From an optimization exercise on the open Yosys and OpenROAD flow, aimed at small area, a short achievable clock period and few clock cycles per item; shortcuts taken in it are not production practice. In this exercise RTL edits were held to simulation tests only and were not proved equivalent to the original.

**design/flow/design.v**
```verilog
module fma32_core (
    input  wire        clk,
    input  wire [31:0] a,
    input  wire [31:0] b,
    input  wire [31:0] c,
    input  wire        strict,
    input  wire [1:0]  rnd,      
    output reg  [31:0] result,
    output reg  [3:0]  flags
);
    localparam RNE = 2'd0, RTZ = 2'd1, RUP = 2'd2, RDN = 2'd3;
    wire [1:0] rm = strict ? rnd : RNE;
    wire       sa = a[31], sb = b[31], sc = c[31];
    wire [7:0] ea = a[30:23], eb = b[30:23], ec = c[30:23];
    wire [22:0] fa = a[22:0], fb = b[22:0], fc = c[22:0];
    wire a_e0 = (ea == 8'h00), b_e0 = (eb == 8'h00), c_e0 = (ec == 8'h00);
    wire a_e1 = (ea == 8'hFF), b_e1 = (eb == 8'hFF), c_e1 = (ec == 8'hFF);
    wire a_f0 = (fa == 23'd0), b_f0 = (fb == 23'd0), c_f0 = (fc == 23'd0);
    wire a_nan = a_e1 & ~a_f0, b_nan = b_e1 & ~b_f0, c_nan = c_e1 & ~c_f0;
    wire a_inf = a_e1 &  a_f0, b_inf = b_e1 &  b_f0, c_inf = c_e1 &  c_f0;
    wire a_zero = a_e0 & (a_f0 | ~strict);
    wire b_zero = b_e0 & (b_f0 | ~strict);
    wire c_zero = c_e0 & (c_f0 | ~strict);
    wire in_uf  = ~strict & ((a_e0 & ~a_f0) | (b_e0 & ~b_f0) | (c_e0 & ~c_f0));
    wire sp      = sa ^ sb;
    wire eff_sub = sp ^ sc;
    wire prod_inf  = a_inf | b_inf;
    wire prod_zero = a_zero | b_zero;
    wire any_nan   = a_nan | b_nan | c_nan;
    wire any_snan  = (a_nan & ~fa[22]) | (b_nan & ~fb[22]) | (c_nan & ~fc[22]);
    wire invalid   = prod_inf & (prod_zero | (c_inf & eff_sub));
    wire        spec   = any_nan | prod_inf | c_inf | (prod_zero & c_zero);
    reg         s_sign, s_expff, s_quiet, s_inv;
    reg  [21:0] s_pay;
    always @* begin
        s_sign = 1'b0; s_expff = 1'b1; s_quiet = 1'b1; s_inv = 1'b0; s_pay = 22'd0;
        if (any_nan) begin
            s_inv = strict & any_snan;
            if (strict) begin
                if (a_nan)      begin s_sign = sa; s_pay = fa[21:0]; end
                else if (b_nan) begin s_sign = sb; s_pay = fb[21:0]; end
                else            begin s_sign = sc; s_pay = fc[21:0]; end
            end
        end else if (invalid) begin
            s_inv = 1'b1;
        end else if (prod_inf) begin
            s_sign = sp; s_quiet = 1'b0;
        end else if (c_inf) begin
            s_sign = sc; s_quiet = 1'b0;
        end else begin
            s_sign = (sp == sc) ? sp : (rm == RDN);
            s_expff = 1'b0; s_quiet = 1'b0;
        end
    end
    wire [23:0] ma = {~a_e0, fa & {23{~a_e0 | strict}}};
    wire [23:0] mb = {~b_e0, fb & {23{~b_e0 | strict}}};
    wire [23:0] mc = {~c_e0, fc & {23{~c_e0 | strict}}};
    wire [7:0]  xa = {ea[7:1], ea[0] | a_e0};
    wire [7:0]  xb = {eb[7:1], eb[0] | b_e0};
    wire [7:0]  xc = {ec[7:1], ec[0] | c_e0};
    wire [9:0] xab  = {2'b0, xa} + {2'b0, xb};
    wire signed [10:0] rs_raw = $signed({1'b0, xab}) - $signed({3'b0, xc}) - 11'sd100;
    wire       clamp = rs_raw[10] | prod_zero;    
    wire       big   = ~clamp & (rs_raw[9:0] > 10'd77);
    wire [6:0] rs    = clamp ? 7'd0 : rs_raw[6:0];
    wire signed [10:0] etop = clamp ? $signed({3'b0, xc}) + 11'sd1
                                    : $signed({1'b0, xab}) - 11'sd99;
    wire [101:0] cfull = {1'b0, mc, 77'd0} >> rs;
    wire [77:0]  cw     = big ? 78'd0 : cfull[101:24];
    wire         cstick = big ? (mc != 24'd0) : (cfull[23:0] != 24'd0);
    wire [78:0]  cx     = {1'b0, cw[77:1], cw[0] | cstick} ^ {79{eff_sub}};
    wire [47:0]  prod   = ma * mb;
    wire [78:0]  sum    = {28'd0, prod, 3'd0} + cx + {78'd0, eff_sub};
    reg [78:0] r1_sum;
    reg signed [10:0] r1_etop;
    reg        r1_sp, r1_sc, r1_strict, r1_uf;
    reg [1:0]  r1_rm;
    reg        r1_spec, r1_ssign, r1_sexpff, r1_squiet, r1_sinv;
    reg [21:0] r1_spay;
    always @(posedge clk) begin
        r1_sum <= sum; r1_etop <= etop;
        r1_sp <= sp; r1_sc <= sc; r1_strict <= strict; r1_uf <= in_uf; r1_rm <= rm;
        r1_spec <= spec; r1_ssign <= s_sign; r1_sexpff <= s_expff;
        r1_squiet <= s_quiet; r1_sinv <= s_inv; r1_spay <= s_pay;
    end
    wire        neg   = r1_sum[78];
    wire [77:0] mag   = neg ? (~r1_sum[77:0] + 78'd1) : r1_sum[77:0];
    wire        rsign = neg ? r1_sc : r1_sp;
    wire        mzero = (r1_sum == 79'd0);
    wire signed [10:0] mpos = 11'sd78 - r1_etop;
    wire        tiny  = (mpos > 11'sd101);
    wire [101:0] marker = (mpos[10] | tiny) ? 102'd0 : (102'd1 << mpos[6:0]);
    wire [101:0] ext  = {24'd0, mag};
    wire [127:0] lzin = {ext | marker, 1'b1, 25'd0};
    function [6:0] lzc128(input [127:0] x);
        reg [127:0] y;
        begin
            y = x;
            lzc128[6] = (y[127:64]  == 0); if (lzc128[6]) y = y << 64;
            lzc128[5] = (y[127:96]  == 0); if (lzc128[5]) y = y << 32;
            lzc128[4] = (y[127:112] == 0); if (lzc128[4]) y = y << 16;
            lzc128[3] = (y[127:120] == 0); if (lzc128[3]) y = y << 8;
            lzc128[2] = (y[127:124] == 0); if (lzc128[2]) y = y << 4;
            lzc128[1] = (y[127:126] == 0); if (lzc128[1]) y = y << 2;
            lzc128[0] = (y[127]     == 0);
        end
    endfunction
    function [6:0] tzc78(input [77:0] x);
        reg [127:0] y;
        begin
            y = {50'd1, x};
            tzc78[6] = (y[63:0] == 0); if (tzc78[6]) y = y >> 64;
            tzc78[5] = (y[31:0] == 0); if (tzc78[5]) y = y >> 32;
            tzc78[4] = (y[15:0] == 0); if (tzc78[4]) y = y >> 16;
            tzc78[3] = (y[7:0]  == 0); if (tzc78[3]) y = y >> 8;
            tzc78[2] = (y[3:0]  == 0); if (tzc78[2]) y = y >> 4;
            tzc78[1] = (y[1:0]  == 0); if (tzc78[1]) y = y >> 2;
            tzc78[0] = (y[0]    == 0);
        end
    endfunction
    wire [6:0]   t   = lzc128(lzin);
    wire [101:0] sh  = ext << t;
    wire [6:0]   tz  = tzc78(mag);
    wire [23:0]  mn  = tiny ? 24'd0 : sh[101:78];
    wire         rb  = tiny ? 1'b0  : sh[77];
    wire         stk = tiny | ({1'b0, tz} + {1'b0, t} <= 8'd76);
    wire         normal = mn[23];
    wire signed [10:0] e_norm = r1_etop + 11'sd24 - $signed({4'd0, t});
    wire [7:0]   efld = normal ? e_norm[7:0] : 8'd0;
    wire         povf = normal & (e_norm >= 11'sd255);
    reg [22:0] r2_mn;
    reg [7:0]  r2_efld;
    reg        r2_rb, r2_stk, r2_povf, r2_sign, r2_mzero;
    reg        r2_strict, r2_uf;
    reg [1:0]  r2_rm;
    reg        r2_spec, r2_ssign, r2_sexpff, r2_squiet, r2_sinv;
    reg [21:0] r2_spay;
    always @(posedge clk) begin
        r2_mn <= mn[22:0]; r2_efld <= efld; r2_rb <= rb; r2_stk <= stk;
        r2_povf <= povf; r2_sign <= rsign; r2_mzero <= mzero;
        r2_strict <= r1_strict; r2_uf <= r1_uf; r2_rm <= r1_rm;
        r2_spec <= r1_spec; r2_ssign <= r1_ssign; r2_sexpff <= r1_sexpff;
        r2_squiet <= r1_squiet; r2_sinv <= r1_sinv; r2_spay <= r1_spay;
    end
    wire inexact = r2_rb | r2_stk;
    reg  inc;
    always @* begin
        case (r2_rm)
            RNE:     inc = r2_rb & (r2_stk | r2_mn[0]);
            RTZ:     inc = 1'b0;
            RUP:     inc = ~r2_sign & inexact;
            default: inc =  r2_sign & inexact;
        endcase
    end
    wire [30:0] rounded = {r2_efld, r2_mn} + {30'd0, inc};
    wire ovf      = r2_povf | (rounded[30:23] == 8'hFF);
    wire to_inf   = (r2_rm == RNE) | (r2_rm == RUP & ~r2_sign) | (r2_rm == RDN & r2_sign);
    wire res_zero = (rounded == 31'd0);
    wire res_sub  = (rounded[30:23] == 8'd0);
    reg [31:0] res_n;
    reg [3:0]  flg_n;
    always @* begin
        flg_n = 4'b0000;
        if (r2_spec) begin
            res_n = {r2_ssign, {8{r2_sexpff}}, r2_squiet, r2_spay};
            flg_n = {r2_sinv, 3'b000};
        end else if (r2_mzero) begin
            res_n = {(r2_rm == RDN), 31'd0};
        end else if (ovf) begin
            if (!r2_strict) begin
                res_n = {r2_sign, 31'h7F7FFFFF};
                flg_n = 4'b0010;
            end else begin
                res_n = to_inf ? {r2_sign, 8'hFF, 23'd0} : {r2_sign, 31'h7F7FFFFF};
                flg_n = 4'b0100;
            end
        end else if (res_zero | (~r2_strict & res_sub)) begin
            res_n = {r2_sign, 31'd0};
            flg_n = 4'b0001;
        end else begin
            res_n = {r2_sign, rounded};
        end
        if (flg_n == 4'b0000 && r2_uf)
            flg_n = 4'b0001;
    end
    always @(posedge clk) begin
        result <= res_n;
        flags  <= flg_n;
    end
endmodule
module fma32 (
    input  wire        clk,
    input  wire        rst,         
    input  wire        in_valid,
    input  wire [31:0] a,
    input  wire [31:0] b,
    input  wire [31:0] c,
    input  wire        strict,      
    input  wire [1:0]  rnd,         
    output reg         out_valid,
    output wire [31:0] result,
    output wire [3:0]  flags        
);
    localparam LAT = 2;             
    reg        s0_valid;
    reg [31:0] s0_a, s0_b, s0_c;
    reg        s0_strict;
    reg [1:0]  s0_rnd;
    reg [LAT-1:0] vpipe;
    fma32_core u_core (
        .clk    (clk),
        .a      (s0_a),
        .b      (s0_b),
        .c      (s0_c),
        .strict (s0_strict),
        .rnd    (s0_rnd),
        .result (result),
        .flags  (flags)
    );
    always @(posedge clk) begin
        if (rst) begin
            s0_valid  <= 1'b0;
            vpipe     <= {LAT{1'b0}};
            out_valid <= 1'b0;
        end else begin
            s0_valid  <= in_valid;
            vpipe     <= {vpipe[LAT-2:0], s0_valid};
            out_valid <= vpipe[LAT-1];
        end
    end
    always @(posedge clk) begin
        s0_a      <= a;
        s0_b      <= b;
        s0_c      <= c;
        s0_strict <= strict;
        s0_rnd    <= rnd;
    end
endmodule
```
**design/flow/flow/run.sh**
```bash
#!/bin/bash
set -e
export SETUP_SLACK_MARGIN=${MARGIN:-19}
bash standard.sh > standard.log 2>&1
```
**design/flow/standard.sh**
```bash
#!/bin/bash
# synth_recipe.tcl (not shown) runs the flow's synth.tcl, then flattens the netlist and writes it again
# the make line also repeats each setting of config.mk as NAME=value (left out here)
make -C /OpenROAD-flow-scripts/flow DESIGN_CONFIG=/design/flow/config.mk WORK_HOME=/design/flow/orfs CLKGATE_MAP_FILE= SYNTH_SCRIPT=/design/flow/synth_recipe.tcl "${@:-finish}"
```
**design/flow/config.mk**
```make
export PLATFORM = sky130hd
export DESIGN_NAME = fma32
export DESIGN_NICKNAME = fma32
export VERILOG_FILES = /design/flow/design.v
export SDC_FILE = /design/flow/constraint.sdc
export NUM_CORES = 4
export LEC_CHECK = 0
export CAP_MARGIN = 20
export CORE_MARGIN = 2
export CORE_UTILIZATION = 40
export SLEW_MARGIN = 20
```
**design/flow/constraint.sdc**
```tcl
create_clock -name core_clock -period 28.0 [get_ports {clk}]
set_input_delay 5.6000 -clock core_clock [delete_from_list [all_inputs] [get_ports {clk}]]
set_output_delay 5.6000 -clock core_clock [all_outputs]
set_load 0.01 [all_outputs]
```
==> results.sh, run 1 <==
export IMPL_drt_iter0_drc=5426
export IMPL_final_common_cell="nand2_1"
export IMPL_final_cell_mix="nand2_1 (767), inv_1 (579), nor2_1 (562)"
export IMPL_syn_inst=5820
export IMPL_cp_arrival_ns=11.25
export IMPL_holdPathStages=0
export IMPL_rr_endpoint="u_core.r1_sum[77]$_DFF_P_"
export IMPL_drive_gt1_frac=0.190
export IMPL_cts_buffers=37
export IMPL_setup_tns_final_ns=0
export IMPL_globalRouteOverflowTotal=0
export IMPL_use_met2=0.500
export IMPL_rsz0062_at_grt="yes"
export IMPL_finalCritPeriodShare=0.385
export IMPL_final_area_um2=57300
export IMPL_finalWirelength_um=207000
export IMPL_maxSlewHeadroom=0.236
export IMPL_synth_seq_area_share=0.144
export IMPL_synth_area_leader_cell="fa_1"
export IMPL_synth_area_leaders="fa_1 (21%), dfxtp_1 (14%), ha_1 (7.8%)"
export IMPL_setup_viol_count_final=0
export IMPL_rows=124
export IMPL_clock_sinks=329
export IMPL_layoutNonFillerInstCount=7683
export IMPL_via_count=46700
export IMPL_cts_hold_buf=0
export IMPL_place_congestion=1.04
export IMPL_wire_per_inst_um=26.9
export IMPL_hold_path_end="u_core.r2_spay[5]$_DFF_P_"
export IMPL_worstPathRequired_ns=28.47
export IMPL_worst_slew_pin_slew_ns=1.13
export IMPL_worstRegToRegCells=41
export IMPL_status="no timing/DRC/antenna violations"
export IMPL_maxSlewViolCount=0
export IMPL_area_growth_pct=25.4
export IMPL_fin_crit_ns=10.78
export IMPL_fmax_ghz=0.0927
export IMPL_cts_buffer_depth=3
export IMPL_synth_top_area_frac=0.213
export IMPL_worst_path_max_fanout=7
export IMPL_io_pins=139
export IMPL_ys_ff_latch=329
export IMPL_met1_usage=0.480
export IMPL_synth_fp_nets=6694
export IMPL_synth_edff_count=0
export IMPL_coreArea_um2=114000
export IMPL_start_util=0.401
export IMPL_die_y_um=342
export IMPL_critPathLaunchType="register"
export IMPL_die_area_um2=117000
export IMPL_clk_pin_slew_ns=0.06
export IMPL_max_cap_violations=0
export IMPL_cp_common_cell="fa_1"
export IMPL_hp_class="register to register"
export IMPL_skew_ns=0.0525
export IMPL_fin_nets=7007
export IMPL_place_inst=7290
export IMPL_port_buffers=138
export IMPL_htreeDepth=2
export IMPL_routed_via_density=6.08
export IMPL_die_width_um=342
export IMPL_grt_total_usage=0.342
export IMPL_crit_slowest_cell="fa_1"
export IMPL_grt_pass1_wl_um=299000
export IMPL_synthesis_area_um2=45700
export IMPL_busiest_layer="met2"
export IMPL_async_flop_share=0
export IMPL_cts_tree="done"
export IMPL_root_buffer="clkbuf_16"
export IMPL_timing_rr_start="s0_a[25]$_DFF_P_"
export IMPL_drc=0
export IMPL_ant_nets=0
export IMPL_placed_area_um2=49100
export IMPL_antenna_found_initial=13
export IMPL_first_pass_iters=7
export IMPL_dpl_hpwl_um=155000
export IMPL_globalRouteMet3Util=0.0871
export IMPL_grt_pass1_vias=45400
export IMPL_hold_violations=0
export IMPL_synthDistinctLibCells=101
export IMPL_synth_warnings=2
export IMPL_min_from="u_core.r1_spay[5]$_SDFF_PN0_"
export IMPL_synthFlopType="dfxtp_1"
export IMPL_clock_latency_ns=0.61
export IMPL_syn_avg_cell_area_um2=7.85
export IMPL_end_kind="register"
export IMPL_grt_max_degree=85
export IMPL_path_class="register to register"
export IMPL_reg2reg_slack_ns=17.22
export IMPL_max_stage_delay_ns=0.55
-- synth_stat cells (all sizes together), types with 45 or more instances --
library cell and number:
mux2i 195, o21ai 295, clkbuf 251, o22ai 45, a21o 50, nor4 56, nand4 52, nor3 89
nor2 597, nand3 114, xnor2 232, xor2 107, dfxtp 329, a21oi 287, o31ai 47, nand2 827
a211oi 67, fa 486, and2 66, ha 286, buf 59, nand2b 49, inv 601
-- timing repair --
item | CTS | global route
setup buffers | 153 | 127
gates resized for setup | 527 | 308
cloned | 29 | 7
setup endpoints to repair | 107 | 94
pin swaps | 187 | 150
-- routing by layer --
layer,vias to the layer above,share of wire
met5,-,0.00013
met4,4,0.049
met3,528,0.12
met2,2799,0.41
met1,23100,0.42
li1,20300,-
-- metrics by stage --
stage,hold slack [ns],setup slack [ns],util
after floorplan,0.310,17.79,-
after global placement,0.310,15.71,0.431
after detailed placement,0.312,15.59,0.431
after CTS,0.324,17.22,0.481
after global routing,0.329,16.83,0.503
final,0.323,17.22,0.503
-- kinds of logic (layout without fill, tap and decap cells) --
| logic type | after synthesis | after routing | share of synthesized area |
|---|---|---|---|
| other | 0 | 9 | 0 |
| AOI/OAI and AO/OA | 1166 | 1168 | 0.167 |
| muxes | 234 | 234 | 0.0524 |
| xor gates and xnor gates | 339 | 339 | 0.0650 |
| adders and majority gates | 772 | 772 | 0.291 |
| and+or+nand+nor | 2065 | 2067 | 0.203 |
| DFF | 329 | 329 | 0.144 |
| buffers and inverters | 915 | 1253 | 0.0773 |
-- worst max-delay path: cells and delay by family (launching register included) --
family | cells | cell delay, ns
mux | 1 | 0.29
buf+inv | 7 | 0.73
xor+xnor | 1 | 0.18
simple gates | 9 | 1.83
flops | 1 | 0.32
fa+ha+maj | 9 | 4.04
compound gates | 14 | 3.26
-- cell type report --
| class | count | area [um2] |
|---|---|---|
| Multi-Input combinational cell | 4580 | 39200 |
| Tap cell | 1512 | 1890 |
| Inverter | 605 | 2300 |
| Sequential cell | 329 | 6610 |
| Timing Repair inverter | 1 | 5.00 |
| Clock inverter | 24 | 339 |
| Clock buffer | 44 | 1020 |
| Timing Repair Buffer | 579 | 5950 |
| Antenna cell | 9 | 22.5 |
| Fill cell | 10900 | 56600 |
-- flip-flops by register name, indices dropped and copies added (netlist names), 4 cells and up --
register	flops
u_core.r1_sum	79
s0_a	32
s0_b	32
s0_c	32
u_core.result	32
u_core.r2_mn	23
u_core.r1_spay	22
u_core.r2_spay	22
u_core.r1_etop	11
u_core.r2_efld	8
u_core.flags	4
-- worst max-delay path by stage --
| stage | start | slack, ns | to |
|---|---|---|---|
| floorplan | s0_a[27]$_DFF_P_ | 17.79 | u_core.r1_sum[77]$_DFF_P_ |
| global placement | s0_b[24]$_DFF_P_ | 15.71 | u_core.r1_sum[77]$_DFF_P_ |
| detailed placement | s0_a[26]$_DFF_P_ | 15.59 | u_core.r1_sum[70]$_DFF_P_ |
| CTS | s0_a[25]$_DFF_P_ | 17.22 | u_core.r1_sum[53]$_DFF_P_ |
| global route | s0_a[25]$_DFF_P_ | 16.83 | u_core.r1_sum[77]$_DFF_P_ |
| finish | s0_a[25]$_DFF_P_ | 17.22 | u_core.r1_sum[77]$_DFF_P_ |
Testbench counts, summed over its fixed seeds: cycles 12,024, items 12,000.
==> run 2: changes to the inputs <==
==> design/flow/run.sh (new file) <==
#!/bin/bash
# synth_recipe.tcl (not shown) runs the flow's synth.tcl, then flattens the netlist and writes it again
# the make line also repeats each setting of config.mk as NAME=value (left out here)
make -C /OpenROAD-flow-scripts/flow DESIGN_CONFIG=/design/flow/config.mk WORK_HOME=/design/flow/orfs CLKGATE_MAP_FILE= SYNTH_SCRIPT=/design/flow/synth_recipe.tcl finish
removed: design/flow/flow/run.sh
removed: design/flow/standard.sh
==> run 2 against run 1 <==
  * Still clean on timing, DRC and antenna
  * Maximum frequency down 21%
  * Core utilization down 6.5 points
  * Critical path depth up 4
  * Die area unchanged
  * Clock skew down 0.017 ns
  * Flip-flop and latch count unchanged
  * Global-route usage down 2.1 points
  * Worst hold slack worse by 0.024 ns
  * Setup slack worse by 2.9 ns
==> results.sh, run 2 <==
export IMPL_end_kind="register"
export IMPL_synth_seq_area_share=0.144
export IMPL_hp_class="register to register"
export IMPL_worst_slew_pin_slew_ns=1.18
export IMPL_cp_arrival_ns=14.19
export IMPL_max_cap_violations=0
export IMPL_globalRouteMet3Util=0.0808
export IMPL_post_place_ws_ns=14.64
export IMPL_yosysMostFrequentCell="nand2_1"
export IMPL_routed_via_density=5.97
export IMPL_ctsResizeCount=0
export IMPL_io_pins=139
export IMPL_finalCritPeriodShare=0.490
export IMPL_cts_tree="done"
export IMPL_area_growth_pct=9.25
export IMPL_setup_slack_ns=14.27
export IMPL_start_util=0.401
export IMPL_final_common_cell="nand2_1"
export IMPL_syn_inst=5820
export IMPL_drt_iter0_drc=4731
export IMPL_fmax_ghz=0.0728
export IMPL_use_met2=0.475
export IMPL_regMostFlops="u_core.r1_sum"
export IMPL_grt_pass1_vias=42600
export IMPL_wire_per_inst_um=25.8
export IMPL_port_buffers=138
export IMPL_cts_hold_buf=0
export IMPL_die_area_um2=117000
export IMPL_dpl_hpwl_um=154000
export IMPL_cts_buffer_depth=3
export IMPL_rsz0062_at_grt="no"
export IMPL_synth_area_leader_cell="fa_1"
export IMPL_largest_register_ffs=79
export IMPL_path_class="register to register"
export IMPL_max_stage_delay_ns=0.87
export IMPL_synthesis_area_um2=45700
export IMPL_drive_gt1_frac=0.0515
export IMPL_finalWirelength_um=190000
export IMPL_async_flop_share=0
export IMPL_critPathLaunchType="register"
export IMPL_syn_avg_cell_area_um2=7.85
export IMPL_synth_area_leaders="fa_1 (21%), dfxtp_1 (14%), ha_1 (7.8%)"
export IMPL_drc=0
export IMPL_synthFlopType="dfxtp_1"
export IMPL_cp_common_cell="fa_1"
export IMPL_cts_setup_buffers=0
export IMPL_busiest_layer="met2"
export IMPL_htreeDepth=2
export IMPL_final_cell_mix="nand2_1 (827), inv_1 (596), nor2_1 (595)"
export IMPL_synth_edff_count=0
export IMPL_hold_violations=0
export IMPL_synth_top_area_frac=0.213
export IMPL_setup_viol_count_final=0
export IMPL_synth_warnings=2
export IMPL_grt_total_usage=0.321
export IMPL_clock_sinks=329
export IMPL_worstPathRequired_ns=28.46
export IMPL_grt_pass1_wl_um=281000
export IMPL_via_count=43800
export IMPL_first_pass_iters=7
export IMPL_antenna_found_initial=3
export IMPL_setup_tns_final_ns=0
export IMPL_fin_crit_ns=13.73
export IMPL_ant_nets=0
export IMPL_rows=124
export IMPL_clock_latency_ns=0.58
export IMPL_globalRouteOverflowTotal=0
export IMPL_cts_buffers=37
export IMPL_ys_ff_latch=329
export IMPL_fin_nets=6677
export IMPL_maxSlewHeadroom=0.213
export IMPL_status="no timing/DRC/antenna violations"
export IMPL_maxSlewViolCount=0
export IMPL_yosys_top_cells_count="nand2_1 (827), inv_1 (598), nor2_1 (597)"
export IMPL_met1_usage=0.444
export IMPL_die_y_um=342
export IMPL_worst_path_max_fanout=54
export IMPL_die_width_um=342
export IMPL_clk_pin_slew_ns=0.07
export IMPL_coreArea_um2=114000
export IMPL_grt_max_degree=80
export IMPL_skew_ns=0.0357
export IMPL_place_congestion=1.01
export IMPL_crit_slowest_cell="and2_1"
export IMPL_synthDistinctLibCells=101
export IMPL_root_buffer="clkbuf_16"
export IMPL_synth_fp_nets=6694
## run 2: cell counts after synthesis
No cell type changed its count.
## run 2: final cells by class
class / count / area, um2
Clock buffer: 47 / 1000
Clock inverter: 17 / 235
Multi-Input combinational cell: 4576 / 35700
Antenna cell: 5 / 12.5
Timing Repair Buffer: 254 / 2250
Inverter: 605 / 2270
Tap cell: 1512 / 1890
Sequential cell: 329 / 6590
Fill cell: 11600 / 63900
## run 2: worst max-delay path, delay by kind of cell, from the launching register on
| kind | cells | cell delay, ns |
|---|---|---|
| adders and majority gates | 9 | 4.04 |
| and+or+nand+nor | 10 | 2.70 |
| xor gates and xnor gates | 1 | 0.11 |
| AOI/OAI and AO/OA | 19 | 4.94 |
| buffers and inverters | 5 | 0.97 |
| DFF | 1 | 0.42 |
| muxes | 1 | 0.33 |
## run 2: metal layers
metal | wire length, um | vias up
met5 | 106 | -
met4 | 8920 | 2
met3 | 19600 | 431
met2 | 79300 | 2302
met1 | 81900 | 21500
li1 | - | 19600
## run 2: cells by family after synthesis
logic type | Yosys count | synth area share
xor+xnor | 339 | 0.0650
compound gates | 1166 | 0.167
flops | 329 | 0.144
simple gates | 2065 | 0.203
mux | 234 | 0.0524
buf+inv | 915 | 0.0773
fa+ha+maj | 772 | 0.291
## run 2: worst paths after layout
check                          startpoint                        end  slack (ns)  cells past startpoint
min reg2reg  u_core.r1_spay[7]$_SDFF_PN0_  u_core.r2_spay[7]$_DFF_P_        0.30                      0
max reg2reg              s0_b[24]$_DFF_P_  u_core.r1_sum[77]$_DFF_P_       14.27                     45
min          u_core.r1_spay[7]$_SDFF_PN0_  u_core.r2_spay[7]$_DFF_P_        0.30                      0
max                      s0_b[24]$_DFF_P_  u_core.r1_sum[77]$_DFF_P_       14.27                     45
## run 2: through the flow
step	utilization	hold WS [ns]	std cells	area [um2]
final	0.439	0.299	7345	49900
after global routing	0.438	0.303	7340	49900
after CTS	0.438	0.295	7340	49900
after detailed placement	0.427	0.312	7276	48700
after global placement	0.427	0.313	7276	48700
after floorplan	-	0.310	5820	45700

-- static timing again, ports no longer ideal --
No port has a modelled driver above. Below, the same layouts with a new extraction and two added sets of constraints.
Step 1, drivers: a clkbuf_16 drives clk and a buf_2 each remaining input, both assumed.
Step 2 also shifts input and output timing later by t, the mid clock arrival at the registers, as if the neighbouring blocks saw the same clock.
a / b / c = ideal / step 1 / step 2; a / b = the first two.
run	t (ns)	setup WS [ns]	hold slack, ns	slew at the worst register clock pin (ns)	cell pins on the clock port's net
run 1	0.643	17.216 / 17.216 / 17.216	0.323 / 0.323 / 0.323	0.07 / 0.07	1
run 2	0.616	14.271 / 14.271 / 14.271	0.299 / 0.299 / 0.299	0.07 / 0.07	1
After both steps setup and hold are still met in every run listed.
